This is an optimization exercise on Yosys and OpenROAD, whose aim is small area and a short achievable clock period, not a production implementation. The RTL was checked by simulation tests, not by an equivalence proof against the original design.

## flow/design.v (module list and top-level ports; edited modules follow where they fit)
// module epi_f16_norm: 25 lines
// module epi_bias_widen: 23 lines
// module epi_bmul: 618 lines
// module epi_benc: 16 lines
// module epi_align: 18 lines
// module epi_pipe: 18 lines
// module epi_lzshift: 38 lines
// module epi_nar0: 14 lines
// module epi_nar1: 108 lines
// module epi_nar2: 45 lines
// module epilogue_unit: 224 lines
module epilogue_unit (
    input  wire        clk,
    input  wire        rst,           
    input  wire        in_valid,
    input  wire [31:0] in_y,          
    input  wire [15:0] in_sc,         
    input  wire [15:0] in_sx,         
    input  wire [31:0] in_bias,       
    input  wire        in_bias_fp16,  
    input  wire        in_null,       
    input  wire        in_relu,       
    input  wire [3:0]  in_fmt,        
    output wire        out_valid,
    output wire [31:0] out_data,      
    output wire [2:0]  out_flags      
);
  // ...
==> flow/flow/run.sh <==
#!/bin/bash
# The standard layout (standard.sh) with two changes after the standard,
# unchanged synthesis:
#  - buffer_ports inserts sky130_fd_sc_hd__buf_2 port buffers instead of the
#    tool's default pick (a slow delay buffer);
#  - placement, CTS and routing repairs may not use the delay cells
#    (clkdlybuf4s*, dlygate4sd*, dlymetal6s*) as wire or slew buffers.
set -euo pipefail
bash standard.sh synth > synth.log 2>&1
export BUFFER_PORTS_ARGS="-buffer_cell sky130_fd_sc_hd__buf_2"
DLY=""
for c in clkdlybuf4s15_1 clkdlybuf4s15_2 clkdlybuf4s18_1 clkdlybuf4s18_2 clkdlybuf4s25_1 \
         clkdlybuf4s25_2 clkdlybuf4s50_1 clkdlybuf4s50_2 dlygate4sd1_1 dlygate4sd2_1 \
         dlygate4sd3_1 dlymetal6s2s_1 dlymetal6s4s_1 dlymetal6s6s_1; do
    DLY="$DLY sky130_fd_sc_hd__$c"
done
export DONT_USE_CELLS="${DLY# }"
bash standard.sh > layout.log 2>&1
==> flow/standard.sh <==
#!/bin/bash
# synth_recipe.tcl (not shown) runs the flow's synth.tcl, then flattens the netlist and writes it again
# the make line also repeats each setting of config.mk as NAME=value (left out here)
make -C /OpenROAD-flow-scripts/flow DESIGN_CONFIG=/design/flow/config.mk WORK_HOME=/design/flow/orfs CLKGATE_MAP_FILE= SYNTH_SCRIPT=/design/flow/synth_recipe.tcl "${@:-finish}"
==> flow/config.mk <==
export PLATFORM = sky130hd
export DESIGN_NAME = epilogue_unit
export DESIGN_NICKNAME = epilogue_unit
export VERILOG_FILES = /design/flow/design.v
export SDC_FILE = /design/flow/constraint.sdc
export NUM_CORES = 4
export LEC_CHECK = 0
export ABC_AREA = 1
export CAP_MARGIN = 60
export CORE_MARGIN = 2
export CORE_UTILIZATION = 55
export SLEW_MARGIN = 80
==> flow/constraint.sdc <==
create_clock -name core_clock -period 30.0 [get_ports {clk}]
set_input_delay 6.0000 -clock core_clock [delete_from_list [all_inputs] [get_ports {clk}]]
set_output_delay 6.0000 -clock core_clock [all_outputs]
set_load 0.01 [all_outputs]
==> flow_metrics.py, run 1 <==
metrics = {
    "outcome": {
        "outcome": "complete, no violations",
    },
    "timing": {
        "skew_ns": 0.0826,
        "holdWs_ns": 0.275,
        "slew_violations": 0,
    },
    "synthesis": {
        "yosysSeqAreaShare": 0.201,
        "yosys.area.top_type": "dfxtp_1",
        "synthAdderAreaFrac": 0.208,
        "synth_compound_area_frac": 0.140,
        "yosysWarnings": 13,
    },
    "cts": {
        "clk_latency_ns": 0.68,
        "cts_made_buffers": 57,
        "post-cts-setup-buffer-count": 0,
        "cts_sinks": 498,
    },
    "floorplanning": {
        "nWellTaps": 1176,
        "dieWidth_um": 304,
        "core_um2": 89600,
    },
    "setup_path": {
        "r2r_slack_ns": 23.38,
        "cp-start-kind": "flip-flop",
        "slowest_stage": "dfxtp_1",
        "reg2reg_to": "pc.g_r.r[72]",
    },
    "layout": {
        "multi_input_area_share": 0.642,
        "final.fill_count": 8263,
        "multi_input_cells": 5125,
        "clkbuf_count": 71,
        "buffers": 286,
    },
    "detailed_routing": {
        "vias": 48200,
        "topRoutingLayerUsed": "met5",
        "drtIter0Drc": 4198,
    },
    "worst_hold_path": {
        "hold_depth": 0,
    },
}
==> inputs of run 2 (changes only) <==
--- a/flow/config.mk
+++ b/flow/config.mk
@@ -8,5 +8,5 @@
 export ABC_AREA = 1
-export CAP_MARGIN = 60
+export CAP_MARGIN = 20
 export CORE_MARGIN = 2
-export CORE_UTILIZATION = 55
-export SLEW_MARGIN = 80
+export CORE_UTILIZATION = 40
+export SLEW_MARGIN = 70
==> flow_metrics.py, run 2 <==
metrics = {
    "placement": {
        "place.gp.congestion": 1.00,
        "placed_area_um2": 51900,
        "io_buffers": 141,
        "hpwl_mm": 129,
    },
    "detailed_routing": {
        "vias": 47000,
        "wl_mm": 163,
        "via_per_inst": 5.38,
        "drc_errors": 0,
        "wl_per_cell_um": 18.7,
        "final_antenna_net_count": 0,
        "first_pass_iters": 6,
        "drtIter0Drc": 4044,
    },
    "timing": {
        "hold_violations": 0,
        "tightestPinTransition_ns": 0.512,
        "slew_violations": 0,
        "min_period_ns": 7.13,
        "setup-tns-final_ns": 0,
        "grt_setup_unrepaired": "no",
        "relSlewSlack": 0.655,
        "holdWs_ns": 0.323,
        "fin_crit_sh": 0.238,
        "skew_ns": 0.0868,
        "fmax_mhz": 140,
        "finalSetupViolations": 0,
    },
    "synthesis": {
        "yosys.area_share.simple": 0.246,
        "synthArstFlopShare": 0,
        "synth_common_cells": "1,431 x nand2_1, 1,108 x inv_1, 574 x nand3_1",
        "yosysWarnings": 13,
        "ys_ff_latch": 498,
        "yosysSeqAreaShare": 0.201,
        "yosys.area.top_type": "dfxtp_1",
        "synth_ff_type": "dfxtp_1",
        "avgSynthCellArea_um2": 6.97,
        "ys_top_cells_by_area": "dfxtp_1 20%, fa_1 14%, nand2_1 11%",
        "synth_edf_count": 0,
        "synth_most_common_cell": "nand2_1",
        "synthAdderAreaFrac": 0.208,
        "synth_top_family_by_area": "simple AND/OR/NAND/NOR gates",
        "synth.distinct_cells": 76,
        "synth.cell_area_um2": 49600,
        "postSynthCellCount": 7114,
        "yosysTopAreaCellShare": 0.201,
        "syn-num-nets": 7838,
        "synth_compound_area_frac": 0.140,
        "synthXorXnorAreaFrac": 0.0855,
        "synth_mux_area_frac": 0.00313,
    },
    "setup_path": {
        "slowest_stage": "dfxtp_1",
        "critPathBufInv": 1,
        "worstPathCellList": "buf_2",
        "cp.required_ns": 24.00,
        "critPathMaxStageDelay_ns": 0.38,
        "arrival_ns": 1.13,
        "critPathCaptureType": "output port",
        "critPathKind": "flip-flop to output port",
        "crit_path_max_fanout": 1,
        "cp-start-kind": "flip-flop",
        "cp_top_family": "flip-flops",
    },
    "floorplanning": {
        "dieWidth_um": 356,
        "std_cell_rows": 129,
        "die_height_um": 356,
        "die-area_um2": 127000,
        "ios": 142,
        "core_um2": 123000,
        "initial_core_util": 0.402,
    },
    "layout": {
        "max_flop_register": "pb.g_r.r",
        "fin_area_um2": 53900,
        "largest_reg_flops": 112,
        "layout_commonest_cell": "nand2_1",
        "layout_common_cells": "1,423 x nand2_1, 1,061 x inv_1, 566 x nand3_1, 478 x nor2_1, 466 x dfxtp_1",
        "reg_top3": "pb.g_r.r: 112 flops, p0.g_r.r: 111 flops, pc.g_r.r: 77 flops",
        "final.fill_count": 12900,
        "seqCellArea_um2": 10000,
        "diodes": 0,
        "multi_input_area_um2": 34300,
        "finalNetCount": 7779,
        "drive_above_1_share": 0.0866,
        "syn2layout_area_growth_pct": 8.75,
        "final_core_util": 0.437,
    },
    "cts": {
        "cts_tree": "built",
        "clk_latency_ns": 0.68,
        "cts_hold_buf": 0,
        "cts_made_buffers": 54,
        "htree_levels": 2,
        "post-cts-setup-buffer-count": 0,
        "ctsResizeCount": 0,
        "cts_sinks": 498,
        "clk_path_buf_depth": 3,
        "cts.clk_slew.worst_paths_ns": 0.06,
        "cts_root_buf": "clkbuf_16",
    },
    "global_route": {
        "grt_pass1_wl_mm": 256,
        "grt_pass1_vias": 46600,
        "grt_usage": 0.254,
        "grtUsageMet3": 0.0349,
        "overflow": 0,
        "use_met1": 0.306,
        "grt_max_degree": 94,
        "met2_usage": 0.446,
        "top_usage_layer": "met2",
        "antenna_found_initial": 1,
    },
    "outcome": {
        "outcome": "complete, no violations",
    },
    "run": {
        "drv_cap": 0,
    },
    "worst_hold_path": {
        "hold_class": "flip-flop to flip-flop",
    },
}
-- run 2: cell counts after synthesis --
No cell type changed its count.
-- run 2: cell families (layout without fill, tap and decap cells) --
logic type / count (synthesis) / in the layout
adder cells (fa/ha/maj): 618 / 618
XOR/XNOR: 484 / 484
buffers and inverters: 1491 / 1475
flip-flops: 498 / 498
AND/OR/NAND/NOR: 2811 / 2811
multiplexers: 15 / 15
other: 1 / 1
AO/OA/AOI/OAI: 1196 / 1196
-- run 2: layer usage --
metal  vias up  routed length [µm]
met3       418               10300
met2      1723               78400
met4         2                7970
met1     22000               66400
met5         -                  11
li1      22800                   -
-- run 2: worst register-to-register path, delay by kind of cell (launching register included) --
kind / cells / cell delay [ns]
DFF: 1 / 0.56
adders and majority gates: 5 / 2.29
and+or+nand+nor: 10 / 1.04
buffers and inverters: 4 / 0.67
AOI/OAI and AO/OA: 8 / 1.71
xor gates and xnor gates: 2 / 0.32
-- run 2: path summary, 6_finish.rpt --
kind                            slack, ns  depth (start not counted)            to    startpoint
worst max-delay path                22.87                          1   out_data[0]   po.g_r.r[3]
worst min-delay path                 0.32                          0   pb.g_r.r[0]   p0.g_r.r[8]
worst min register to register       0.32                          0   pb.g_r.r[0]   p0.g_r.r[8]
worst max register to register      23.30                         29  pc.g_r.r[72]  pb.g_r.r[55]
-- run 2: final cells by class --
class,instances,share of cell area
Sequential cell,498,0.186
Multi-Input combinational cell,5125,0.636
Clock inverter,31,0.00729
Clock buffer,68,0.0268
Timing Repair Buffer,222,0.0241
Inverter,1154,0.0822
Tap cell,1637,0.0380
-- run 2: stage by stage --
stage | std cells | setup WS [ns]
2_1_floorplan | 7114 | 23.30
3_3_place_gp | 8613 | 22.52
3_5_place_dp | 8634 | 22.96
4_1_cts | 8733 | 22.82
5_1_grt | 8735 | 22.74
6_report | 8735 | 22.87
==> inputs of run 3 (changes only) <==
--- a/flow/config.mk
+++ b/flow/config.mk
@@ -11,2 +11,2 @@
 export CORE_UTILIZATION = 40
-export SLEW_MARGIN = 70
+export SLEW_MARGIN = 20
==> flow_metrics.py, run 3 <==
metrics = {
    "setup_path": {
        "critPathCaptureType": "flip-flop",
        "cp.required_ns": 30.54,
        "crit_path_max_fanout": 16,
        "reg2reg_to": "pc.g_r.r[72]",
        "rr_worst_depth": 27,
        "cp-start-kind": "flip-flop",
        "r2r-start": "pb.g_r.r[76]",
        "arrival_ns": 7.79,
        "r2r_slack_ns": 22.75,
        "critPathKind": "flip-flop to flip-flop",
    },
    "synthesis": {
        "postSynthCellCount": 7114,
        "synthArstFlopShare": 0,
        "synth.distinct_cells": 76,
        "synth_most_common_cell": "nand2_1",
        "ys_top_cells_by_area": "dfxtp_1 20%, fa_1 14%, nand2_1 11%",
        "synth_ff_type": "dfxtp_1",
        "yosysWarnings": 13,
        "synth_edf_count": 0,
        "syn-num-nets": 7838,
        "avgSynthCellArea_um2": 6.97,
        "synth.cell_area_um2": 49600,
        "ys_ff_latch": 498,
        "yosysSeqAreaShare": 0.201,
        "synth_common_cells": "1,431 x nand2_1, 1,108 x inv_1, 574 x nand3_1",
        "yosysTopAreaCellShare": 0.201,
        "yosys.area.top_type": "dfxtp_1",
    },
    "timing": {
        "slew_violations": 0,
        "finalSetupViolations": 0,
        "setup_ws_ns": 22.75,
        "hold_violations": 0,
        "grt_setup_unrepaired": "no",
        "fin_crit_sh": 0.242,
        "skew_ns": 0.0654,
        "min_period_ns": 7.25,
        "tightestPinTransition_ns": 1.07,
        "relSlewSlack": 0.279,
        "setup-tns-final_ns": 0,
        "fmax_mhz": 138,
    },
    "global_route": {
        "antenna_found_initial": 4,
        "grt_pass1_wl_mm": 255,
        "grt_max_degree": 94,
        "overflow": 0,
        "grt_pass1_vias": 45900,
        "grt_usage": 0.253,
    },
    "floorplanning": {
        "die_height_um": 356,
        "ios": 142,
        "dieWidth_um": 356,
        "initial_core_util": 0.402,
        "die-area_um2": 127000,
        "core_um2": 123000,
        "std_cell_rows": 129,
    },
    "cts": {
        "ctsResizeCount": 0,
        "post-cts-setup-buffer-count": 0,
        "cts_sinks": 498,
        "cts_hold_buf": 0,
        "clk_latency_ns": 0.67,
        "cts_root_buf": "clkbuf_16",
        "htree_levels": 2,
        "cts.clk_slew.worst_paths_ns": 0.06,
        "cts_tree": "built",
        "cts_made_buffers": 54,
        "clk_path_buf_depth": 3,
    },
    "placement": {
        "place_ws_ns": 22.51,
        "hpwl_mm": 129,
        "io_buffers": 141,
        "place.gp.congestion": 1.00,
    },
    "detailed_routing": {
        "drtIter0Drc": 3881,
        "first_pass_iters": 6,
        "final_antenna_net_count": 0,
        "vias": 47000,
        "via_per_inst": 5.39,
        "drc_errors": 0,
        "wl_per_cell_um": 18.7,
        "wl_mm": 163,
    },
    "worst_hold_path": {
        "worstHoldStart": "p0.g_r.r[8]",
        "hold_class": "flip-flop to flip-flop",
        "holdPathEnd": "pb.g_r.r[0]",
        "hold_depth": 0,
    },
    "layout": {
        "max_flop_register": "pb.g_r.r",
        "drive_above_1_share": 0.0630,
        "layout_common_cells": "1,430 x nand2_1, 1,108 x inv_1, 574 x nand3_1, 497 x dfxtp_1, 490 x nor2_1",
        "syn2layout_area_growth_pct": 7.47,
        "finalNetCount": 7756,
        "diodes": 0,
        "reg_top3": "pb.g_r.r: 112 flops, p0.g_r.r: 111 flops, pc.g_r.r: 77 flops",
        "largest_reg_flops": 112,
        "layout_commonest_cell": "nand2_1",
    },
    "run": {
        "drv_cap": 0,
    },
    "outcome": {
        "outcome": "complete, no violations",
    },
}
## run 3: logic make-up after synthesis
kind of cell / count (synthesis) / synth area share
simple gates: 2811 / 0.246
compound gates: 1196 / 0.140
mux: 15 / 0.00313
other cells: 1 / 0.0000757
fa+ha+maj: 618 / 0.208
flops: 498 / 0.201
buf+inv: 1491 / 0.116
xor+xnor: 484 / 0.0855
## run 3: per-stage QoR
step / std cells / area [µm²] / util / hold WS [ns]
after floorplan: 7114 / 49600 / - / 0.310
after CTS: 8712 / 53300 / 0.432 / 0.326
after global routing: 8712 / 53300 / 0.432 / 0.329
after detailed placement: 8613 / 51300 / 0.416 / 0.312
after global placement: 8613 / 51300 / 0.416 / 0.311
final: 8712 / 53300 / 0.432 / 0.324
## run 3: per-layer routing
metal / vias up / track usage / routed length, µm
met4: 8 / 0.113 / 7860
met3: 413 / 0.0343 / 10500
met2: 1707 / 0.444 / 78500
li1: 22800 / - / -
met1: 22100 / 0.305 / 66000
met5: - / 0 / 46
## run 3: final cells by class
class / count / area, µm²
sequential: 498 / 9970
multi-input combinational: 5125 / 33800
timing repair buffer: 199 / 1140
clock buffer: 66 / 1450
fill: 12900 / 70000
inverter: 1154 / 4330
clock inverter: 33 / 483
tap: 1637 / 2050
## run 3: worst max path at each step
| stage | startpoint | to | slack, ns | cells past startpoint |
|---|---|---|---|---|
| floorplan | in_sx[13] | p0.g_r.r[1] | 23.30 | 4 |
| global placement | in_sx[13] | p0.g_r.r[2] | 22.52 | 5 |
| detailed placement | in_sx[13] | p0.g_r.r[3] | 22.51 | 5 |
| CTS | pb.g_r.r[76] | pc.g_r.r[72] | 22.71 | 27 |
| global route | ph.g_r.r[9] | po.g_r.r[27] | 22.17 | 42 |
| finish | pb.g_r.r[76] | pc.g_r.r[72] | 22.75 | 27 |
## run 3: worst max-delay path: stages (launching register included)
cell      delay, ns
dfxtp_1        0.73
clkinv_1       0.87
xor2_1         0.48
fa_1           0.48
fa_1           0.52
inv_1          0.05
fa_1           0.45
fa_1           0.47
ha_1           0.37
nand2_1        0.09
o211ai_1       0.28
a21oi_1        0.15
o21ai_0        0.27
nand3_1        0.12
nand2_1        0.11
nand2_1        0.10
nand2_1        0.12
a21oi_1        0.10
o21ai_0        0.25
nand2_1        0.08
nand2_1        0.09
nand2_1        0.07
a21oi_1        0.13
inv_1          0.06
a31oi_1        0.29
nand4_1        0.13
nand2_1        0.10
xor2_1         0.14
==> inputs of run 4 (changes only) <==
--- a/flow/config.mk
+++ b/flow/config.mk
@@ -11,2 +11,2 @@
 export CORE_UTILIZATION = 40
-export SLEW_MARGIN = 20
+export SLEW_MARGIN = 40
==> flow_metrics.py, run 4 <==
metrics = {
    "outcome": {
        "outcome": "complete, no violations",
    },
    "floorplanning": {
        "die-area_um2": 127000,
        "core_um2": 123000,
        "std_cell_rows": 129,
        "dieWidth_um": 356,
        "initial_core_util": 0.402,
        "die_height_um": 356,
        "ios": 142,
    },
    "layout": {
        "reg_top3": "pb.g_r.r: 112 flops, p0.g_r.r: 111 flops, pc.g_r.r: 77 flops",
        "diodes": 0,
        "max_flop_register": "pb.g_r.r",
        "drive_above_1_share": 0.0673,
        "layout_commonest_cell": "nand2_1",
        "final_core_util": 0.434,
        "syn2layout_area_growth_pct": 7.93,
        "fin_area_um2": 53500,
        "finalNetCount": 7759,
        "layout_common_cells": "1,430 x nand2_1, 1,091 x inv_1, 574 x nand3_1, 495 x dfxtp_1, 488 x nor2_1",
        "largest_reg_flops": 112,
    },
    "setup_path": {
        "critPathCaptureType": "flip-flop",
        "arrival_ns": 7.82,
        "cp-start-kind": "flip-flop",
        "cp.required_ns": 30.59,
        "critPathKind": "flip-flop to flip-flop",
        "crit_path_max_fanout": 16,
    },
    "synthesis": {
        "avgSynthCellArea_um2": 6.97,
        "synth_most_common_cell": "nand2_1",
        "yosysWarnings": 13,
        "synth_top_family_by_area": "simple AND/OR/NAND/NOR gates",
        "yosys.area_share.simple": 0.246,
        "ys_top_cells_by_area": "dfxtp_1 20%, fa_1 14%, nand2_1 11%",
        "synth.cell_area_um2": 49600,
        "ys_ff_latch": 498,
        "synthArstFlopShare": 0,
        "synthAdderAreaFrac": 0.208,
        "yosysTopAreaCellShare": 0.201,
        "synth.distinct_cells": 76,
        "synth_edf_count": 0,
        "postSynthCellCount": 7114,
        "synth_compound_area_frac": 0.140,
        "syn-num-nets": 7838,
        "synthXorXnorAreaFrac": 0.0855,
        "synth_common_cells": "1,431 x nand2_1, 1,108 x inv_1, 574 x nand3_1",
        "synth_mux_area_frac": 0.00313,
        "yosys.area.top_type": "dfxtp_1",
        "synth_ff_type": "dfxtp_1",
        "yosysSeqAreaShare": 0.201,
    },
    "detailed_routing": {
        "vias": 47000,
        "first_pass_iters": 6,
        "drtIter0Drc": 3852,
        "wl_per_cell_um": 18.7,
        "via_per_inst": 5.39,
        "drc_errors": 0,
        "wl_mm": 163,
        "final_antenna_net_count": 0,
    },
    "placement": {
        "hpwl_mm": 129,
        "place.gp.congestion": 1.00,
        "placed_area_um2": 51300,
        "io_buffers": 141,
    },
    "cts": {
        "cts_hold_buf": 0,
        "cts.clk_slew.worst_paths_ns": 0.06,
        "cts_sinks": 498,
        "clk_latency_ns": 0.69,
        "cts_root_buf": "clkbuf_16",
        "cts_tree": "built",
        "post-cts-setup-buffer-count": 0,
        "cts_made_buffers": 57,
        "clk_path_buf_depth": 3,
        "htree_levels": 2,
        "ctsResizeCount": 0,
    },
    "run": {
        "drv_cap": 0,
    },
    "worst_hold_path": {
        "hold_class": "flip-flop to flip-flop",
    },
    "timing": {
        "relSlewSlack": 0.395,
        "min_period_ns": 7.23,
        "skew_ns": 0.0403,
        "hold_violations": 0,
        "tightestPinTransition_ns": 0.901,
        "grt_setup_unrepaired": "no",
        "fin_crit_sh": 0.241,
        "holdWs_ns": 0.325,
        "fmax_mhz": 138,
        "finalSetupViolations": 0,
        "slew_violations": 0,
        "setup-tns-final_ns": 0,
    },
    "global_route": {
        "grt_pass1_vias": 46200,
        "grt_max_degree": 94,
        "overflow": 0,
        "grt_usage": 0.254,
        "antenna_found_initial": 0,
        "grt_pass1_wl_mm": 256,
    },
}
==> run 4: cell count changes in the layout (fill, tap and decap cells not counted), sizes merged <==
cell	previous run	this run
inv	1147	1146
clkbuf	66	72
clkinv	28	29
clkinvlp	3	4
bufinv	9	10
==> run 4: cell type report <==
class | instances | area, µm²
fill | 12900 | 69800
timing repair buffer | 199 | 1140
tap | 1637 | 2050
clock buffer | 72 | 1610
clock inverter | 35 | 542
sequential | 498 | 9980
inverter | 1154 | 4330
multi-input combinational | 5125 | 33900
==> run 4: final timing paths <==
| path | slack (ns) | from | depth (start not counted) | endpoint |
|---|---|---|---|---|
| setup / recovery | 22.77 | pb.g_r.r[76] | 27 | pc.g_r.r[72] |
| hold / removal | 0.32 | pf.g_r.r[5] | 0 | ph.g_r.r[5] |
| setup reg to reg | 22.77 | pb.g_r.r[76] | 27 | pc.g_r.r[72] |
| hold reg to reg | 0.32 | pf.g_r.r[5] | 0 | ph.g_r.r[5] |
==> run 4: worst max-delay path, cell delays in order (launching register included) <==
cell and delay [ns]:
dfxtp_1 0.73, clkinv_1 0.86, xor2_1 0.48, fa_1 0.47, fa_1 0.52, inv_1 0.05, fa_1 0.45, fa_1 0.47
ha_1 0.38, nand2_1 0.09, o211ai_1 0.27, a21oi_1 0.15, o21ai_0 0.28, nand3_1 0.12, nand2_1 0.11, nand2_1 0.09
nand2_1 0.13, a21oi_1 0.11, o21ai_0 0.26, nand2_1 0.08, nand2_1 0.09, nand2_1 0.07, a21oi_1 0.13, inv_1 0.07
a31oi_1 0.28, nand4_1 0.14, nand2_1 0.10, xor2_1 0.13
==> run 4: metal layers <==
layer,vias up,global-route usage,share of wire
li1,22800,-,-
met3,406,0.0359,0.064
met1,22200,0.306,0.41
met4,0,0.108,0.047
met2,1658,0.448,0.48
met5,-,0,0
==> run 4: logic make-up after synthesis <==
logic type      after synthesis
other cells                   1
simple gates               2811
xor+xnor                    484
flops                       498
fa+ha+maj                   618
mux                          15
compound gates             1196
buf+inv                    1491
==> run 4: per-stage QoR <==
step | setup WS [ns] | instances
floorplan | 23.30 | 7114
global placement | 22.52 | 8613
detailed placement | 22.50 | 8613
CTS | 22.71 | 8720
global route | 22.22 | 8720
finish | 22.77 | 8720
==> inputs of run 5 (changes only) <==
--- a/flow/config.mk
+++ b/flow/config.mk
@@ -8,5 +8,5 @@
 export ABC_AREA = 1
-export CAP_MARGIN = 20
+export CAP_MARGIN = 40
 export CORE_MARGIN = 2
 export CORE_UTILIZATION = 40
-export SLEW_MARGIN = 40
+export SLEW_MARGIN = 60
==> flow_metrics.py, run 5 <==
metrics = {
    "cts": {
        "post-cts-setup-buffer-count": 0,
        "htree_levels": 2,
        "cts_hold_buf": 0,
        "clk_latency_ns": 0.68,
        "ctsResizeCount": 0,
        "cts_root_buf": "clkbuf_16",
        "clk_path_buf_depth": 3,
        "cts_sinks": 498,
        "cts_tree": "built",
        "cts.clk_slew.worst_paths_ns": 0.06,
        "cts_made_buffers": 55,
    },
    "synthesis": {
        "synthXorXnorAreaFrac": 0.0855,
        "synth_compound_area_frac": 0.140,
        "synthArstFlopShare": 0,
        "synth_mux_area_frac": 0.00313,
        "synth_ff_type": "dfxtp_1",
        "ys_top_cells_by_area": "dfxtp_1 20%, fa_1 14%, nand2_1 11%",
        "synth_common_cells": "1,431 x nand2_1, 1,108 x inv_1, 574 x nand3_1",
        "synth_top_family_by_area": "simple AND/OR/NAND/NOR gates",
        "synth_edf_count": 0,
        "yosysWarnings": 13,
        "postSynthCellCount": 7114,
        "yosys.area.top_type": "dfxtp_1",
        "synthAdderAreaFrac": 0.208,
        "yosysSeqAreaShare": 0.201,
        "ys_ff_latch": 498,
        "synth.cell_area_um2": 49600,
        "avgSynthCellArea_um2": 6.97,
        "syn-num-nets": 7838,
        "synth.distinct_cells": 76,
        "yosys.area_share.simple": 0.246,
        "yosysTopAreaCellShare": 0.201,
        "synth_most_common_cell": "nand2_1",
    },
    "floorplanning": {
        "dieWidth_um": 356,
        "die-area_um2": 127000,
        "core_um2": 123000,
        "initial_core_util": 0.402,
        "die_height_um": 356,
        "ios": 142,
        "std_cell_rows": 129,
    },
    "timing": {
        "hold_violations": 0,
        "relSlewSlack": 0.597,
        "setup_ws_ns": 22.81,
        "min_period_ns": 7.19,
        "tightestPinTransition_ns": 0.604,
        "finalSetupViolations": 0,
        "skew_ns": 0.0527,
        "grt_setup_unrepaired": "no",
        "fmax_mhz": 139,
        "setup-tns-final_ns": 0,
        "fin_crit_sh": 0.240,
        "slew_violations": 0,
    },
    "setup_path": {
        "cp.depth": 1,
        "r2r_slack_ns": 23.22,
        "cp-startpoint": "po.g_r.r[3]",
        "reg2reg_to": "pc.g_r.r[72]",
        "cp_top_family": "flip-flops",
        "critPathBufInv": 1,
        "cp.required_ns": 24.00,
        "r2r-start": "pb.g_r.r[63]",
        "arrival_ns": 1.19,
        "critPathCaptureType": "output port",
        "rr_worst_depth": 30,
        "crit_path_max_fanout": 1,
        "cp-start-kind": "flip-flop",
        "critPathMaxStageDelay_ns": 0.37,
        "critPathKind": "flip-flop to output port",
        "crit_end": "out_data[0]",
        "worstPathCellList": "buf_2",
        "slowest_stage": "dfxtp_1",
    },
    "run": {
        "drv_cap": 0,
    },
    "global_route": {
        "grt_max_degree": 94,
        "grt_usage": 0.254,
        "grt_pass1_vias": 46200,
        "antenna_found_initial": 0,
        "grt_pass1_wl_mm": 256,
        "overflow": 0,
    },
    "layout": {
        "layout_common_cells": "1,427 x nand2_1, 1,069 x inv_1, 573 x nand3_1, 485 x nor2_1, 481 x dfxtp_1",
        "final.fill_count": 13000,
        "final_core_util": 0.433,
        "reg_top3": "pb.g_r.r: 112 flops, p0.g_r.r: 111 flops, pc.g_r.r: 77 flops",
        "finalNetCount": 7760,
        "multi_input_area_um2": 34000,
        "seqCellArea_um2": 10000,
        "diodes": 0,
        "final_cells": 8716,
        "syn2layout_area_growth_pct": 7.67,
        "largest_reg_flops": 112,
        "layout_commonest_cell": "nand2_1",
        "drive_above_1_share": 0.0750,
        "max_flop_register": "pb.g_r.r",
    },
    "placement": {
        "dp_cells": 8616,
        "io_buffers": 141,
        "hpwl_mm": 129,
        "place_ws_ns": 22.83,
        "place.gp.congestion": 1.00,
    },
    "detailed_routing": {
        "wl_mm": 163,
        "vias": 47100,
        "via_per_inst": 5.41,
        "final_antenna_net_count": 0,
        "drtIter0Drc": 3853,
        "first_pass_iters": 9,
        "drc_errors": 0,
        "wl_per_cell_um": 18.7,
    },
    "outcome": {
        "outcome": "complete, no violations",
    },
    "worst_hold_path": {
        "hold_class": "flip-flop to flip-flop",
    },
}
-- run 5: cell counts after synthesis --
No cell type changed its count.
-- run 5: through the flow --
step / instance area (µm²) / hold WS, ns
after global placement: 51300 / 0.311
final: 53400 / 0.324
after detailed placement: 51500 / 0.312
after CTS: 53300 / 0.325
after floorplan: 49600 / 0.310
after global routing: 53400 / 0.331
-- run 5: cell type report --
type / count / area share
well taps: 1637 / 0.0384
clock inverters: 26 / 0.00595
flip-flops and latches: 498 / 0.187
inverters: 1154 / 0.0815
repair buffers: 202 / 0.0218
multi-input cells: 5125 / 0.637
clock buffers: 74 / 0.0283
-- run 5: logic make-up after synthesis --
kind of cell / Yosys count
AND/OR/NAND/NOR: 2811
XOR/XNOR: 484
multiplexers: 15
adder cells (fa/ha/maj): 618
AO/OA/AOI/OAI: 1196
other: 1
buffers and inverters: 1491
flip-flops: 498
-- run 5: worst min path at each step --
stage                 startpoint      endpoint  slack (ns)  cells past startpoint
floorplan            p0.g_r.r[8]   pb.g_r.r[0]        0.31                      0
global placement    pb.g_r.r[16]  pc.g_r.r[16]        0.31                      0
detailed placement  pb.g_r.r[13]  pc.g_r.r[13]        0.31                      0
CTS                  pf.g_r.r[5]   ph.g_r.r[5]        0.33                      0
global route         pc.g_r.r[0]  pe_.g_r.r[0]        0.33                      0
finish               p0.g_r.r[8]   pb.g_r.r[0]        0.32                      0
-- run 5: layer usage --
layer  track usage  vias up  part of all wire
li1              -    22800                 -
met1         0.309    22300              0.41
met2         0.444     1694              0.48
met3        0.0365      387             0.066
met4         0.111        0             0.047
met5             0        -                 0
==> inputs of run 6 (changes only) <==
--- a/flow/config.mk
+++ b/flow/config.mk
@@ -8,5 +8,5 @@
 export ABC_AREA = 1
-export CAP_MARGIN = 40
+export CAP_MARGIN = 60
 export CORE_MARGIN = 2
 export CORE_UTILIZATION = 40
-export SLEW_MARGIN = 60
+export SLEW_MARGIN = 80
==> flow_metrics.py, run 6 <==
metrics = {
    "cts": {
        "cts_sinks": 498,
        "clk_path_buf_depth": 3,
        "htree_levels": 2,
        "cts_tree": "built",
        "cts_root_buf": "clkbuf_16",
        "cts_made_buffers": 55,
        "cts.clk_slew.worst_paths_ns": 0.06,
        "cts_hold_buf": 0,
        "post-cts-setup-buffer-count": 0,
        "ctsResizeCount": 0,
        "clk_latency_ns": 0.68,
    },
    "layout": {
        "layout_common_cells": "1,418 x nand2_1, 1,044 x inv_1, 548 x nand3_1, 455 x nor2_1, 445 x dfxtp_1",
        "finalNetCount": 7854,
        "final.fill_count": 12600,
        "drive_above_1_share": 0.129,
        "largest_reg_flops": 112,
        "fin_area_um2": 56800,
        "layout_commonest_cell": "nand2_1",
        "final_core_util": 0.461,
        "max_flop_register": "pb.g_r.r",
        "diodes": 0,
        "reg_top3": "pb.g_r.r: 112 flops, p0.g_r.r: 111 flops, pc.g_r.r: 77 flops",
        "syn2layout_area_growth_pct": 14.6,
    },
    "synthesis": {
        "synthArstFlopShare": 0,
        "yosysTopAreaCellShare": 0.201,
        "synth.distinct_cells": 76,
        "synth.cell_area_um2": 49600,
        "yosysSeqAreaShare": 0.201,
        "syn-num-nets": 7838,
        "ys_ff_latch": 498,
        "synth_most_common_cell": "nand2_1",
        "synth_edf_count": 0,
        "yosys.area.top_type": "dfxtp_1",
        "synth_ff_type": "dfxtp_1",
        "postSynthCellCount": 7114,
        "yosysWarnings": 13,
        "ys_top_cells_by_area": "dfxtp_1 20%, fa_1 14%, nand2_1 11%",
        "avgSynthCellArea_um2": 6.97,
        "synth_common_cells": "1,431 x nand2_1, 1,108 x inv_1, 574 x nand3_1",
    },
    "worst_hold_path": {
        "hold_class": "flip-flop to flip-flop",
        "worstHoldStart": "pb.g_r.r[15]",
    },
    "timing": {
        "fmax_mhz": 140,
        "slew_violations": 0,
        "grt_setup_unrepaired": "no",
        "finalSetupViolations": 0,
        "hold_violations": 0,
        "min_period_ns": 7.12,
        "setup-tns-final_ns": 0,
        "fin_crit_sh": 0.237,
        "skew_ns": 0.0721,
    },
    "detailed_routing": {
        "final_antenna_net_count": 0,
        "wl_mm": 165,
        "drc_errors": 0,
        "first_pass_iters": 6,
        "wl_per_cell_um": 18.7,
        "via_per_inst": 5.40,
        "drtIter0Drc": 3900,
        "vias": 47600,
    },
    "setup_path": {
        "critPathBufInv": 1,
        "cp-start-kind": "flip-flop",
        "slowest_stage": "dfxtp_1",
        "worstPathCellList": "buf_2",
        "critPathCaptureType": "output port",
        "cp-startpoint": "po.g_r.r[3]",
        "critPathKind": "flip-flop to output port",
        "critPathMaxStageDelay_ns": 0.36,
        "cp.required_ns": 24.00,
        "arrival_ns": 1.12,
        "cp_top_family": "flip-flops",
        "crit_path_max_fanout": 1,
        "r2r-start": "pb.g_r.r[56]",
    },
    "floorplanning": {
        "die_height_um": 356,
        "initial_core_util": 0.402,
        "core_um2": 123000,
        "ios": 142,
        "die-area_um2": 127000,
        "std_cell_rows": 129,
        "dieWidth_um": 356,
    },
    "global_route": {
        "grt_usage": 0.256,
        "antenna_found_initial": 1,
        "overflow": 0,
        "grt_max_degree": 50,
        "grt_pass1_wl_mm": 259,
        "grt_pass1_vias": 46900,
    },
    "placement": {
        "placed_area_um2": 54200,
        "place.gp.congestion": 1.00,
        "io_buffers": 141,
        "hpwl_mm": 131,
    },
    "outcome": {
        "outcome": "complete, no violations",
    },
    "run": {
        "drv_cap": 0,
    },
}
run 6: layout make-up:
cell class | instances | area (µm²) | share of cell area
multi-input cells | 5125 | 36000 | 0.634
clock buffers | 72 | 1490 | 0.0262
inverters | 1154 | 4610 | 0.0811
well taps | 1637 | 2050 | 0.0360
flip-flops and latches | 498 | 10100 | 0.178
clock inverters | 29 | 483 | 0.00850
repair buffers | 296 | 2080 | 0.0366
run 6: cell families after synthesis:
kind of cell               synth area share
and+or+nand+nor                       0.246
AOI/OAI and AO/OA                     0.140
muxes                               0.00313
other                             0.0000757
xor gates and xnor gates             0.0855
buffers and inverters                 0.116
adders and majority gates             0.208
DFF                                   0.201
run 6: through the flow:
stage | std cells | hold WS, ns | setup WS [ns]
2_1_floorplan | 7114 | 0.310 | 23.30
3_3_place_gp | 8613 | 0.311 | 22.52
3_5_place_dp | 8696 | 0.312 | 22.81
4_1_cts | 8797 | 0.324 | 22.80
5_1_grt | 8811 | 0.327 | 22.82
6_report | 8811 | 0.323 | 22.88
run 6: layer usage:
layer / global-route usage / vias to the layer above / wire length [µm]
li1: - / 23000 / -
met1: 0.311 / 22400 / 66300
met2: 0.451 / 1766 / 79600
met3: 0.0324 / 443 / 10400
met4: 0.114 / 2 / 8280
met5: 0 / - / 13
run 6: path summary, 6_finish.rpt:
kind,endpoint,slack (ns),cells past startpoint
setup / recovery,out_data[0],22.88,1
hold / removal,pc.g_r.r[15],0.32,0
setup reg to reg,pc.g_r.r[50],23.35,24
hold reg to reg,pc.g_r.r[15],0.32,0
==> inputs of run 7 (changes only) <==
--- a/flow/config.mk
+++ b/flow/config.mk
@@ -8,5 +8,5 @@
 export ABC_AREA = 1
-export CAP_MARGIN = 60
+export CAP_MARGIN = 30
 export CORE_MARGIN = 2
 export CORE_UTILIZATION = 40
-export SLEW_MARGIN = 80
+export SLEW_MARGIN = 65
==> flow_metrics.py, run 7 <==
metrics = {
    "global_route": {
        "antenna_found_initial": 1,
        "top_usage_layer": "met2",
        "grt_pass1_wl_mm": 256,
        "overflow": 0,
        "grt_pass1_vias": 46200,
        "use_met1": 0.307,
        "met2_usage": 0.445,
        "grt_max_degree": 94,
        "grtUsageMet3": 0.0359,
        "grt_usage": 0.253,
    },
    "synthesis": {
        "synth.distinct_cells": 76,
        "yosys.area.top_type": "dfxtp_1",
        "synth_ff_type": "dfxtp_1",
        "ys_ff_latch": 498,
        "postSynthCellCount": 7114,
        "synth.cell_area_um2": 49600,
        "avgSynthCellArea_um2": 6.97,
        "synth_common_cells": "1,431 x nand2_1, 1,108 x inv_1, 574 x nand3_1",
        "ys_top_cells_by_area": "dfxtp_1 20%, fa_1 14%, nand2_1 11%",
        "synth_most_common_cell": "nand2_1",
        "yosysSeqAreaShare": 0.201,
        "synth_edf_count": 0,
        "yosysWarnings": 13,
        "yosysTopAreaCellShare": 0.201,
        "synthArstFlopShare": 0,
        "syn-num-nets": 7838,
    },
    "timing": {
        "setup-tns-final_ns": 0,
        "skew_ns": 0.0635,
        "min_period_ns": 7.14,
        "hold_violations": 0,
        "tightestPinTransition_ns": 0.534,
        "finalSetupViolations": 0,
        "fmax_mhz": 140,
        "grt_setup_unrepaired": "no",
        "holdWs_ns": 0.321,
        "slew_violations": 0,
        "fin_crit_sh": 0.238,
        "relSlewSlack": 0.642,
    },
    "floorplanning": {
        "core_um2": 123000,
        "dieWidth_um": 356,
        "die_height_um": 356,
        "initial_core_util": 0.402,
        "std_cell_rows": 129,
        "ios": 142,
        "die-area_um2": 127000,
    },
    "setup_path": {
        "slowest_stage": "dfxtp_1",
        "critPathKind": "flip-flop to output port",
        "r2r-start": "pe_.g_r.r[32]",
        "arrival_ns": 1.14,
        "critPathBufInv": 1,
        "cp_top_family": "flip-flops",
        "cp-startpoint": "po.g_r.r[3]",
        "crit_path_max_fanout": 1,
        "critPathCaptureType": "output port",
        "cp-start-kind": "flip-flop",
        "cp.required_ns": 24.00,
        "critPathMaxStageDelay_ns": 0.37,
        "crit_end": "out_data[0]",
        "rr_worst_depth": 37,
        "reg2reg_to": "pf.g_r.r[40]",
        "cp.depth": 1,
        "worstPathCellList": "buf_2",
        "r2r_slack_ns": 23.13,
    },
    "cts": {
        "post-cts-setup-buffer-count": 0,
        "ctsResizeCount": 0,
        "cts_hold_buf": 0,
        "clk_path_buf_depth": 3,
        "clk_latency_ns": 0.67,
        "htree_levels": 2,
        "cts_made_buffers": 57,
        "cts.clk_slew.worst_paths_ns": 0.06,
        "cts_root_buf": "clkbuf_16",
        "cts_tree": "built",
        "cts_sinks": 498,
    },
    "layout": {
        "reg_top3": "pb.g_r.r: 112 flops, p0.g_r.r: 111 flops, pc.g_r.r: 77 flops",
        "largest_reg_flops": 112,
        "finalNetCount": 7767,
        "max_flop_register": "pb.g_r.r",
        "layout_commonest_cell": "nand2_1",
        "final.fill_count": 12900,
        "syn2layout_area_growth_pct": 8.35,
        "final_cells": 8728,
        "diodes": 0,
        "drive_above_1_share": 0.0808,
        "fin_area_um2": 53700,
        "layout_common_cells": "1,425 x nand2_1, 1,064 x inv_1, 572 x nand3_1, 481 x nor2_1, 467 x dfxtp_1",
        "final_core_util": 0.436,
    },
    "run": {
        "drv_cap": 0,
    },
    "detailed_routing": {
        "wl_per_cell_um": 18.7,
        "via_per_inst": 5.39,
        "vias": 47000,
        "first_pass_iters": 7,
        "final_antenna_net_count": 0,
        "drc_errors": 0,
        "wl_mm": 163,
        "drtIter0Drc": 4141,
    },
    "placement": {
        "placed_area_um2": 51600,
        "dp_cells": 8620,
        "hpwl_mm": 129,
        "place.gp.congestion": 1.00,
        "io_buffers": 141,
    },
    "outcome": {
        "outcome": "complete, no violations",
    },
    "worst_hold_path": {
        "hold_class": "flip-flop to flip-flop",
    },
}
[run 7: cell types whose count changed in the layout (fill, tap and decap cells not counted), moves of 26 or more]
cell and change:
o21ai_1 -131, nor2_1 +26, buf_6 -36, buf_1 -29
xor2_2 -32, dfxtp_4 -28, o21ai_0 +178, o21ai_2 -28
a21oi_1 +30, xor2_1 +34
[run 7: worst min-delay path by stage]
stage                            start           end  depth (start not counted)
after floorplan            p0.g_r.r[8]   pb.g_r.r[0]                          0
after global placement    pb.g_r.r[16]  pc.g_r.r[16]                          0
after detailed placement  pb.g_r.r[19]  pc.g_r.r[19]                          0
after CTS                 pb.g_r.r[19]  pc.g_r.r[19]                          0
after global routing      pb.g_r.r[14]  pc.g_r.r[14]                          0
final                      pc.g_r.r[2]  pe_.g_r.r[2]                          0
[run 7: cells by family after synthesis]
group | share of synthesized area
flops | 0.201
mux | 0.00313
other cells | 0.0000757
buf+inv | 0.116
compound gates | 0.140
fa+ha+maj | 0.208
xor+xnor | 0.0855
simple gates | 0.246
[run 7: per-layer routing]
metal / vias up / share of wire
li1: 22800 / -
met1: 22100 / 0.41
met2: 1673 / 0.48
met3: 399 / 0.065
met4: 0 / 0.047
met5: - / 0
[run 7: final cells by class]
type / instances / area [µm²] / share of cell area
Multi-Input combinational cell: 5125 / 34100 / 0.635
Sequential cell: 498 / 10000 / 0.186
Inverter: 1154 / 4380 / 0.0816
Tap cell: 1637 / 2050 / 0.0381
Clock buffer: 80 / 1600 / 0.0298
Timing Repair Buffer: 207 / 1210 / 0.0226
Clock inverter: 27 / 368 / 0.00685
[run 7: through the flow]
| stage | setup WS (ns) |
|---|---|
| 2_1_floorplan | 23.30 |
| 3_3_place_gp | 22.52 |
| 3_5_place_dp | 22.84 |
| 4_1_cts | 22.80 |
| 5_1_grt | 22.44 |
| 6_report | 22.86 |
==> inputs of run 8 (changes only) <==
--- a/flow/config.mk
+++ b/flow/config.mk
@@ -11,2 +11,4 @@
 export CORE_UTILIZATION = 40
+export CTS_CLUSTER_DIAMETER = 150
+export CTS_CLUSTER_SIZE = 22
 export SLEW_MARGIN = 65
==> flow_metrics.py, run 8 <==
metrics = {
    "setup_path": {
        "rr_worst_depth": 36,
        "reg2reg_to": "pf.g_r.r[37]",
        "cp.depth": 1,
        "cp_top_family": "flip-flops",
        "r2r-start": "pe_.g_r.r[32]",
        "critPathCaptureType": "output port",
        "critPathBufInv": 1,
        "critPathMaxStageDelay_ns": 0.38,
        "slowest_stage": "dfxtp_1",
        "cp-startpoint": "po.g_r.r[3]",
        "crit_end": "out_data[0]",
        "worstPathCellList": "buf_2",
        "arrival_ns": 1.18,
        "critPathKind": "flip-flop to output port",
        "cp-start-kind": "flip-flop",
        "crit_path_max_fanout": 1,
        "cp.required_ns": 24.00,
        "r2r_slack_ns": 23.08,
    },
    "synthesis": {
        "yosys.area.top_type": "dfxtp_1",
        "synth_most_common_cell": "nand2_1",
        "synthArstFlopShare": 0,
        "postSynthCellCount": 7114,
        "synth_ff_type": "dfxtp_1",
        "yosysWarnings": 13,
        "synth.distinct_cells": 76,
        "syn-num-nets": 7838,
        "yosysTopAreaCellShare": 0.201,
        "ys_ff_latch": 498,
        "ys_top_cells_by_area": "dfxtp_1 20%, fa_1 14%, nand2_1 11%",
        "synth_common_cells": "1,431 x nand2_1, 1,108 x inv_1, 574 x nand3_1",
        "avgSynthCellArea_um2": 6.97,
        "yosysSeqAreaShare": 0.201,
        "synth_edf_count": 0,
        "synth.cell_area_um2": 49600,
    },
    "timing": {
        "grt_setup_unrepaired": "no",
        "tightestPinTransition_ns": 0.533,
        "relSlewSlack": 0.643,
        "fin_crit_sh": 0.239,
        "holdWs_ns": 0.328,
        "fmax_mhz": 139,
        "setup-tns-final_ns": 0,
        "min_period_ns": 7.18,
        "hold_violations": 0,
        "slew_violations": 0,
        "skew_ns": 0.0280,
        "finalSetupViolations": 0,
    },
    "placement": {
        "placed_area_um2": 51600,
        "place.gp.congestion": 1.00,
        "io_buffers": 141,
        "hpwl_mm": 129,
    },
    "outcome": {
        "outcome": "complete, no violations",
    },
    "layout": {
        "drive_above_1_share": 0.0731,
        "layout_common_cells": "1,425 x nand2_1, 1,064 x inv_1, 572 x nand3_1, 481 x nor2_1, 467 x dfxtp_1",
        "finalNetCount": 7737,
        "syn2layout_area_growth_pct": 5.94,
        "diodes": 0,
        "reg_top3": "pb.g_r.r: 112 flops, p0.g_r.r: 111 flops, pc.g_r.r: 77 flops",
        "final.fill_count": 13000,
        "layout_commonest_cell": "nand2_1",
        "fin_area_um2": 52500,
        "multi_input_area_um2": 34100,
        "max_flop_register": "pb.g_r.r",
        "largest_reg_flops": 112,
        "seqCellArea_um2": 10000,
    },
    "detailed_routing": {
        "via_per_inst": 5.40,
        "final_antenna_net_count": 0,
        "vias": 46800,
        "wl_per_cell_um": 18.8,
        "wl_mm": 163,
        "drc_errors": 0,
        "drtIter0Drc": 4031,
        "first_pass_iters": 9,
    },
    "cts": {
        "cts_root_buf": "clkbuf_16",
        "cts_hold_buf": 0,
        "htree_levels": 1,
        "cts_sinks": 498,
        "cts_tree": "built",
        "cts.clk_slew.worst_paths_ns": 0.09,
        "cts_made_buffers": 27,
        "clk_latency_ns": 0.65,
        "clk_path_buf_depth": 3,
        "ctsResizeCount": 0,
        "post-cts-setup-buffer-count": 0,
    },
    "global_route": {
        "grt_pass1_wl_mm": 255,
        "grt_pass1_vias": 45900,
        "grt_usage": 0.252,
        "grt_max_degree": 94,
        "antenna_found_initial": 0,
        "overflow": 0,
    },
    "floorplanning": {
        "dieWidth_um": 356,
        "ios": 142,
        "std_cell_rows": 129,
        "core_um2": 123000,
        "die_height_um": 356,
        "initial_core_util": 0.402,
        "die-area_um2": 127000,
    },
    "run": {
        "drv_cap": 0,
    },
    "worst_hold_path": {
        "hold_class": "flip-flop to flip-flop",
    },
}
## run 8: stage by stage
| step | utilization | instances | setup WS, ns |
|---|---|---|---|
| floorplan | - | 7114 | 23.30 |
| detailed placement | 0.419 | 8620 | 22.84 |
| global route | 0.426 | 8656 | 22.41 |
| global placement | 0.416 | 8613 | 22.52 |
| finish | 0.426 | 8656 | 22.82 |
| CTS | 0.425 | 8655 | 22.77 |
## run 8: worst min path at each step
stage	to	slack (ns)	from	cells past startpoint
final	pe_.g_r.r[3]	0.33	pc.g_r.r[3]	0
after global routing	pc.g_r.r[6]	0.34	pb.g_r.r[6]	0
after CTS	pc.g_r.r[21]	0.33	pb.g_r.r[21]	0
after detailed placement	pc.g_r.r[19]	0.31	pb.g_r.r[19]	0
after global placement	pc.g_r.r[16]	0.31	pb.g_r.r[16]	0
after floorplan	pb.g_r.r[0]	0.31	p0.g_r.r[8]	0
## run 8: per-layer routing
layer / share of wire / vias to the layer above / global-route usage
li1: - / 22700 / -
met4: 0.045 / 0 / 0.104
met1: 0.41 / 22000 / 0.306
met2: 0.48 / 1644 / 0.445
met5: 0 / - / 0
met3: 0.066 / 372 / 0.0347
## run 8: final cells by class
cell class | instances | share of cell area
multi-input cells | 5125 | 0.649
flip-flops and latches | 498 | 0.191
inverters | 1154 | 0.0834
well taps | 1637 | 0.0390
repair buffers | 207 | 0.0231
clock buffers | 30 | 0.0131
clock inverters | 5 | 0.00157
## run 8: kinds of logic after synthesis
group	after synthesis	share of synthesized area
adders and majority gates	618	0.208
and+or+nand+nor	2811	0.246
other	1	0.0000757
xor gates and xnor gates	484	0.0855
DFF	498	0.201
AOI/OAI and AO/OA	1196	0.140
buffers and inverters	1491	0.116
muxes	15	0.00313
==> inputs of run 9 (changes only) <==
--- a/flow/config.mk
+++ b/flow/config.mk
@@ -11,4 +11,4 @@
 export CORE_UTILIZATION = 40
-export CTS_CLUSTER_DIAMETER = 150
-export CTS_CLUSTER_SIZE = 22
+export CTS_CLUSTER_DIAMETER = 170
+export CTS_CLUSTER_SIZE = 26
 export SLEW_MARGIN = 65
==> flow_metrics.py, run 9 <==
metrics = {
    "floorplanning": {
        "ios": 142,
        "core_um2": 123000,
        "die_height_um": 356,
        "dieWidth_um": 356,
        "initial_core_util": 0.402,
        "std_cell_rows": 129,
        "die-area_um2": 127000,
    },
    "cts": {
        "ctsResizeCount": 0,
        "cts.clk_slew.worst_paths_ns": 0.11,
        "cts_sinks": 498,
        "post-cts-setup-buffer-count": 0,
        "htree_levels": 1,
        "clk_latency_ns": 0.65,
        "cts_hold_buf": 0,
        "cts_root_buf": "clkbuf_16",
        "clk_path_buf_depth": 3,
        "cts_tree": "built",
        "cts_made_buffers": 24,
    },
    "synthesis": {
        "yosys.area.top_type": "dfxtp_1",
        "yosysSeqAreaShare": 0.201,
        "synth.distinct_cells": 76,
        "postSynthCellCount": 7114,
        "avgSynthCellArea_um2": 6.97,
        "ys_ff_latch": 498,
        "synth.cell_area_um2": 49600,
        "yosysWarnings": 13,
        "synth_edf_count": 0,
        "synth_most_common_cell": "nand2_1",
        "synthArstFlopShare": 0,
        "syn-num-nets": 7838,
        "ys_top_cells_by_area": "dfxtp_1 20%, fa_1 14%, nand2_1 11%",
        "yosysTopAreaCellShare": 0.201,
        "synth_common_cells": "1,431 x nand2_1, 1,108 x inv_1, 574 x nand3_1",
        "synth_ff_type": "dfxtp_1",
    },
    "global_route": {
        "grt_pass1_wl_mm": 255,
        "antenna_found_initial": 0,
        "overflow": 0,
        "grt_usage": 0.251,
        "grt_pass1_vias": 45800,
        "grt_max_degree": 94,
    },
    "timing": {
        "setup-tns-final_ns": 0,
        "skew_ns": 0.0330,
        "min_period_ns": 7.18,
        "grt_setup_unrepaired": "no",
        "relSlewSlack": 0.647,
        "hold_violations": 0,
        "setup_ws_ns": 22.82,
        "slew_violations": 0,
        "fin_crit_sh": 0.239,
        "finalSetupViolations": 0,
        "fmax_mhz": 139,
        "tightestPinTransition_ns": 0.528,
    },
    "detailed_routing": {
        "drc_errors": 0,
        "wl_per_cell_um": 18.8,
        "vias": 46900,
        "topRoutingLayerUsed": "met4",
        "met3_length_mm": 10.2,
        "first_pass_iters": 6,
        "drtIter0Drc": 4043,
        "wl_mm": 163,
        "met1_length_mm": 66.5,
        "met2_wirelength_mm": 78.2,
        "final_antenna_net_count": 0,
        "via_per_inst": 5.42,
    },
    "layout": {
        "reg_top3": "pb.g_r.r: 112 flops, p0.g_r.r: 111 flops, pc.g_r.r: 77 flops",
        "largest_reg_flops": 112,
        "drive_above_1_share": 0.0724,
        "final_core_util": 0.425,
        "final.fill_count": 13100,
        "layout_common_cells": "1,425 x nand2_1, 1,064 x inv_1, 572 x nand3_1, 481 x nor2_1, 467 x dfxtp_1",
        "seqCellArea_um2": 10000,
        "diodes": 0,
        "max_flop_register": "pb.g_r.r",
        "multi_input_area_um2": 34100,
        "syn2layout_area_growth_pct": 5.73,
        "finalNetCount": 7733,
        "layout_commonest_cell": "nand2_1",
    },
    "setup_path": {
        "r2r-start": "pe_.g_r.r[32]",
        "cp_top_family": "flip-flops",
        "worstPathCellList": "buf_2",
        "cp.required_ns": 24.00,
        "critPathBufInv": 1,
        "critPathCaptureType": "output port",
        "cp-start-kind": "flip-flop",
        "critPathMaxStageDelay_ns": 0.39,
        "cp-startpoint": "po.g_r.r[3]",
        "critPathKind": "flip-flop to output port",
        "crit_path_max_fanout": 1,
        "arrival_ns": 1.18,
        "slowest_stage": "dfxtp_1",
    },
    "placement": {
        "place.gp.congestion": 1.00,
        "hpwl_mm": 129,
        "io_buffers": 141,
        "place_ws_ns": 22.84,
    },
    "outcome": {
        "outcome": "complete, no violations",
    },
    "run": {
        "drv_cap": 0,
    },
    "worst_hold_path": {
        "hold_class": "flip-flop to flip-flop",
        "worstHoldStart": "p0.g_r.r[8]",
    },
}
==> run 9: cell counts after synthesis <==
Identical to the previous run, type by type.
==> run 9: routing by layer <==
metal / up-vias / global-route usage
li1: 22700 / -
met1: 22100 / 0.308
met2: 1658 / 0.443
met3: 385 / 0.0309
met4: 0 / 0.107
met5: - / 0
==> run 9: final timing paths <==
path / slack, ns / to / cells after the start
min: 0.33 / pb.g_r.r[0] / 0
max: 22.82 / out_data[0] / 1
max reg2reg: 23.11 / pf.g_r.r[37] / 36
min reg2reg: 0.33 / pb.g_r.r[0] / 0
==> run 9: through the flow <==
stage | cell area (µm²) | instances | hold WS (ns)
finish | 52400 | 8651 | 0.333
global route | 52400 | 8651 | 0.341
CTS | 52300 | 8651 | 0.318
detailed placement | 51600 | 8620 | 0.312
global placement | 51300 | 8613 | 0.311
floorplan | 49600 | 7114 | 0.310
==> run 9: final cells by class <==
| type | count | area share |
|---|---|---|
| clock buffer | 26 | 0.0116 |
| inverter | 1154 | 0.0836 |
| clock inverter | 5 | 0.00170 |
| sequential | 498 | 0.191 |
| tap | 1637 | 0.0391 |
| multi-input combinational | 5125 | 0.650 |
| timing repair buffer | 206 | 0.0226 |
==> run 9: cells by family after synthesis <==
kind of cell	Yosys count	synth area share
DFF	498	0.201
xor gates and xnor gates	484	0.0855
AOI/OAI and AO/OA	1196	0.140
adders and majority gates	618	0.208
muxes	15	0.00313
other	1	0.0000757
and+or+nand+nor	2811	0.246
buffers and inverters	1491	0.116

==> re-timing with driven ports <==
Ports are ideal in the flow. The routed layouts listed here were re-timed in OpenROAD.
Step 1 (the two cells are an assumption about what drives the block):
set clk [get_ports {clk}]
set_driving_cell -lib_cell sky130_fd_sc_hd__clkbuf_16 $clk
set_driving_cell -lib_cell sky130_fd_sc_hd__buf_2 [delete_from_list [all_inputs] $clk]
Step 2 adds t to the input delays and takes it off the output delays; t is the mean of the earliest and latest rising clock arrival at the registers after step 1. Input paths then give back, and output paths get back, about the clock's delay inside the block.
Slacks: ideal / step 1 / step 2; pairs: ideal / step 1.
run | shift t [ns] | slack for setup (ns) | hold WS [ns]
run 1 | 0.719 | 22.863 / 22.786 / 23.065 | 0.275 / 0.275 / 0.275
run 2 | 0.711 | 22.871 / 22.798 / 22.988 | 0.323 / 0.323 / 0.323
run 3 | 0.707 | 22.746 / 22.746 / 22.554 | 0.324 / 0.324 / 0.324
run 4 | 0.742 | 22.768 / 22.734 / 22.607 | 0.325 / 0.325 / 0.325
run 5 | 0.720 | 22.810 / 22.743 / 22.881 | 0.324 / 0.324 / 0.324
run 6 | 0.718 | 22.877 / 22.803 / 22.844 | 0.323 / 0.323 / 0.323
run 7 | 0.714 | 22.860 / 22.785 / 22.879 | 0.321 / 0.321 / 0.321
run 8 | 0.714 | 22.822 / 22.749 / 22.858 | 0.328 / 0.328 / 0.328
run 9 | 0.703 | 22.821 / 22.747 / 22.858 | 0.333 / 0.333 / 0.333
After both steps setup and hold are still met in every run listed. For run 3, which loses most, drivers alone change the setup slack by 0.000 ns; drivers and shift together by -0.192 ns.
